What follows belongs to an exercise in optimizing a design on an open flow for small area, a short achievable clock period and few clock cycles; a production flow would make more cautious choices. The RTL was checked by simulation tests, not by an equivalence proof against the original design.

Setup of onyx:
==> flow/design.v (excerpt) <==
module kz_flow_policer (
    input  wire         clk,
    input  wire         rst,
    input  wire         req_valid,
    output wire         req_ready,
    input  wire [2:0]   req_op,
    input  wire [1:0]   req_idx,
    input  wire [15:0]  req_now,
    input  wire [2:0]   req_cost,
    input  wire [2:0]   req_class,
    input  wire         req_yellow,
    input  wire         req_posted,
    input  wire [127:0] req_data,
    output reg          resp_valid,
    output reg  [2:0]   resp_result,
    output reg  [2:0]   resp_class,
    output reg          resp_never,
    output reg          resp_forgiven,
    output reg  [127:0] resp_ctx
);
    localparam OP_FETCH   = 3'd0;
    localparam OP_ARRIVE  = 3'd1;
    localparam OP_DECIDE  = 3'd2;
    localparam OP_CONFIG  = 3'd3;
    localparam OP_REFRESH = 3'd4;
    localparam RES_DONE    = 3'd0;
    localparam RES_GREEN   = 3'd1;
    localparam RES_YELLOW  = 3'd2;
    localparam RES_SHAPER  = 3'd3;
    localparam RES_RED     = 3'd4;
  ...
Settings: LEC_CHECK=0, ABC_AREA=1, CAP_MARGIN=20, CORE_MARGIN=2, CORE_UTILIZATION=40, CTS_BUF_LIST=sky130_fd_sc_hd__clkbuf_8, CTS_CLUSTER_DIAMETER=50, CTS_CLUSTER_SIZE=16, SETUP_SLACK_MARGIN=0.3, SLEW_MARGIN=20, TNS_END_PERCENT=10; clock period 20.0 ns.
standard.sh (not shown) runs the stock make flow with config.mk's settings and CLKGATE_MAP_FILE= SYNTH_SCRIPT=/design/flow/synth_recipe.tcl, a recipe that flattens the netlist after the stock synthesis.
==> flow/flow/run.sh <==
#!/bin/bash
set -euo pipefail
bash standard.sh SETUP_SLACK_MARGIN=13 finish > make_finish.log 2>&1
onyx was carried through to the last stage, and its layout satisfied the timing, design-rule and antenna checks.
Testbench counts of onyx, summed over its fixed seeds: cycles 16,024.
> inputs changed (onyx -> indigo)
- TNS_END_PERCENT: 10 -> 20
==> flow/flow/run.sh <==
#!/bin/bash
set -euo pipefail
bash standard.sh SETUP_SLACK_MARGIN=12 finish > make_finish.log 2>&1
==> results.txt <==
Number of clock buffers in the layout for indigo: 8 up relative to onyx. In the tables for indigo and onyx, growth of design area from synthesis to finish reads lower with indigo. Relative to onyx, the post-detailed-routing wire length measured on indigo has decreased slightly. Compared to onyx, indigo leaves more free space in the core. Summary of indigo over onyx: met3 capacity usage during global routing shows a reduction of 0.54 points, data arrival time of the critical path went up by 0.11 ns. indigo: non-clock buffer count lower than onyx. Against onyx as the reference, indigo delivers a higher final critical-path share of the clock period.


Setup of v6:
kz_flow_policer, a different RTL version from the one above (not shown whole).
Size: roughly 8200 cells after synthesis, ~1200 flip-flops, ~300 I/O pins, roughly 71000 sq um of cells after synthesis.
Settings: LEC_CHECK=0, ABC_AREA=1, CAP_MARGIN=20, CORE_MARGIN=2, CORE_UTILIZATION=40, CTS_BUF_LIST=sky130_fd_sc_hd__clkbuf_8, CTS_CLUSTER_DIAMETER=50, CTS_CLUSTER_SIZE=16, SETUP_SLACK_MARGIN=0.3, SLEW_MARGIN=20, TNS_END_PERCENT=20; clock period 20.0 ns.
==> flow/flow/run.sh <==
#!/bin/bash
set -euo pipefail
bash standard.sh SETUP_SLACK_MARGIN=12 finish > make_finish.log 2>&1
Testbench counts of v6, summed over its fixed seeds: cycles 16,024.
Inputs modified between v6 and v7:
Settings: swapping 20 for 10 in TNS_END_PERCENT.
==> flow/flow/run.sh <==
#!/bin/bash
set -euo pipefail
bash standard.sh SETUP_SLACK_MARGIN=13 finish > make_finish.log 2>&1
Findings:
- Per the comparison of v7 with v6, global-route wire length before repair roughly the same, largest fanout on the critical path saw a decrease, proportion of cell area occupied by registers went down, total routed wirelength increased by 2.3% relative to the old numbers, overall routing resource usage was more or less identical.
- Going from v6 to v7, pre-CTS setup slack went down; number of search-and-repair iterations in the first detailed-routing pass went up; core utilization went up; hold slack went up.
- Compared with v6, v7 shows a higher smallest setup slack after layout.
- v7 completed end to end with timing, DRC and antenna clean.
- v6 finished every step from synthesis to the final layout, and the layout passed the timing, design-rule and antenna checks.


Another version of the RTL of kz_flow_policer (not shown whole).
Size in the first run: roughly 1300 flip-flops, ~74000 um^2 of cells after synthesis.
==> flow/design.v (excerpt) <==
module kz_flow_policer (
    input  wire         clk,
    input  wire         rst,
    input  wire         req_valid,
    output wire         req_ready,
    input  wire [2:0]   req_op,
    input  wire [1:0]   req_idx,
    input  wire [15:0]  req_now,
    input  wire [2:0]   req_cost,
    input  wire [2:0]   req_class,
    input  wire         req_yellow,
    input  wire         req_posted,
    input  wire [127:0] req_data,
    output reg          resp_valid,
    output reg  [2:0]   resp_result,
    output reg  [2:0]   resp_class,
    output reg          resp_never,
    output reg          resp_forgiven,
    output reg  [127:0] resp_ctx
);
    localparam OP_FETCH   = 3'd0;
    localparam OP_ARRIVE  = 3'd1;
    localparam OP_DECIDE  = 3'd2;
    localparam OP_CONFIG  = 3'd3;
    localparam OP_REFRESH = 3'd4;
    localparam RES_DONE    = 3'd0;
    localparam RES_GREEN   = 3'd1;
    localparam RES_YELLOW  = 3'd2;
    localparam RES_SHAPER  = 3'd3;
    localparam RES_RED     = 3'd4;
    localparam RES_DISCARD = 3'd5;
    assign req_ready = 1'b1;
    function [26:0] size16;
        input [5:0] code;
        size16 = (code == 6'd0) ? 27'd0 : ({7'd0, 1'b1, code[2:0], 16'd0} << code[5:3]);
    endfunction
  ...
export LEC_CHECK = 0
export ABC_AREA = 1
export CAP_MARGIN = 20
export CORE_MARGIN = 2
export CORE_UTILIZATION = 40
export CTS_BUF_LIST = sky130_fd_sc_hd__clkbuf_8
export CTS_CLUSTER_DIAMETER = 50
export CTS_CLUSTER_SIZE = 16
export SETUP_SLACK_MARGIN = 0.3
export SLEW_MARGIN = 20
export TNS_END_PERCENT = 10
create_clock -name core_clock -period 20.0 [get_ports {clk}]
==> flow/flow/run.sh <==
#!/bin/bash
set -euo pipefail
bash standard.sh SETUP_SLACK_MARGIN=14 finish > make_finish.log 2>&1
Testbench counts at the start, summed over its fixed seeds: cycles 16,024.
Change:
==> flow/flow/run.sh (replaced) <==
#!/bin/bash
set -euo pipefail
bash standard.sh SETUP_SLACK_MARGIN=13 finish > make_finish.log 2>&1
Outcome: Synthesized area is unchanged; clock skew went down by 10 ps; cell area shrinks by 4.2%; clock-buffer cell count does not change; wire length drops by 4.3%; final cell count falls by 1.6%; fmax came out lower by 9.0%.


kz_flow_policer, a different RTL version from the one above (not shown whole).
For scale: ~1000 flip-flops, about 300 I/O pins, ~68000 µm² of cells after synthesis.
==> flow/design.v (excerpt) <==
module kz_flow_policer (
    input  wire         clk,
    input  wire         rst,
    input  wire         req_valid,
    output wire         req_ready,
    input  wire [2:0]   req_op,
    input  wire [1:0]   req_idx,
    input  wire [15:0]  req_now,
    input  wire [2:0]   req_cost,
    input  wire [2:0]   req_class,
    input  wire         req_yellow,
    input  wire         req_posted,
    input  wire [127:0] req_data,
    output reg          resp_valid,
    output reg  [2:0]   resp_result,
    output reg  [2:0]   resp_class,
    output reg          resp_never,
    output reg          resp_forgiven,
    output reg  [127:0] resp_ctx
);
    localparam OP_FETCH   = 3'd0;
    localparam OP_ARRIVE  = 3'd1;
    localparam OP_DECIDE  = 3'd2;
    localparam OP_CONFIG  = 3'd3;
    localparam OP_REFRESH = 3'd4;
    localparam RES_DONE    = 3'd0;
    localparam RES_GREEN   = 3'd1;
    localparam RES_YELLOW  = 3'd2;
    localparam RES_SHAPER  = 3'd3;
    localparam RES_RED     = 3'd4;
    localparam RES_DISCARD = 3'd5;
    assign req_ready = 1'b1;
    reg [15:0]        last_q   [0:3];
    reg [26:0]        tc_q     [0:3];    
    reg [26:0]        tp_q     [0:3];
    reg signed [27:0] credit_q [0:3];    
    reg [7:0]         qcount_q [0:3];    
  ...
==> flow/config.mk <==
export PLATFORM = sky130hd
export DESIGN_NAME = kz_flow_policer
export DESIGN_NICKNAME = kz_flow_policer
export VERILOG_FILES = /design/flow/design.v
export SDC_FILE = /design/flow/constraint.sdc
export NUM_CORES = 4
export LEC_CHECK = 0
export ABC_AREA = 1
export CAP_MARGIN = 20
export CORE_MARGIN = 2
export CORE_UTILIZATION = 40
export CTS_BUF_LIST = sky130_fd_sc_hd__clkbuf_8
export CTS_CLUSTER_DIAMETER = 50
export CTS_CLUSTER_SIZE = 16
export SETUP_SLACK_MARGIN = 0.3
export SLEW_MARGIN = 20
==> flow/constraint.sdc <==
create_clock -name core_clock -period 20.0 [get_ports {clk}]
set_input_delay 4.0000 -clock core_clock [delete_from_list [all_inputs] [get_ports {clk}]]
set_output_delay 4.0000 -clock core_clock [all_outputs]
set_load 0.01 [all_outputs]
==> flow/flow/run.sh <==
#!/bin/bash
set -euo pipefail
bash standard.sh SETUP_SLACK_MARGIN=13 finish > make_finish.log 2>&1
The baseline finished with timing, DRC and antenna clean.
Testbench counts at the start, summed over its fixed seeds: cycles 16,016.
Change:
Settings changed: CTS_BUF_LIST sky130_fd_sc_hd__clkbuf_8 to default, CTS_CLUSTER_DIAMETER 50 to default, CTS_CLUSTER_SIZE 16 to default.
Critical path depth is higher by 1. Die area stays the same. Count of clock-buffer cells in the layout is higher by 35. Synthesized area stays the same. Worst hold slack barely changes. Clock skew is lower by 0.013 ns. Non-clock buffer count is higher by 46.

==> what the ideal ports hide <==
Ports are ideal in the flow. The routed layouts listed here were re-timed in OpenROAD. Step 1 assumes that a clkbuf_16 drives the clock port and a buf_2 every other input. Step 2 also shifts input and output timing later by t, the mid clock arrival at the registers, as if the neighbouring blocks saw the same clock. Slacks: no drivers / after step 1 / after step 2; pairs: no drivers / after step 1.
run	t, ns	setup slack, ns	slew at the worst register clock pin (ns)	worst slew at a driven data input, ns
onyx	0.985	12.154 / 12.154 / 12.154	0.10 / 0.10	0.07
indigo	1.027	12.093 / 12.093 / 12.093	0.11 / 0.11	0.08
v6	0.990	12.306 / 12.306 / 11.523	0.11 / 0.11	0.08
v7	0.992	13.125 / 13.125 / 12.286	0.11 / 0.11	0.14
the first run of note 3	1.043	13.799 / 13.799 / 12.809	0.11 / 0.11	0.07
the second run of note 3	1.024	13.183 / 13.240 / 12.216	0.10 / 0.10	0.07
the first run of note 4	0.924	11.764 / 11.764 / 11.764	0.10 / 0.10	0.09
the second run of note 4	0.818	11.751 / 11.751 / 11.751	0.07 / 0.07	0.09
After both steps setup and hold are still met in every run listed. For the first run of note 3, which loses most, drivers alone change the setup slack by 0.000 ns; drivers and shift together by -0.990 ns.
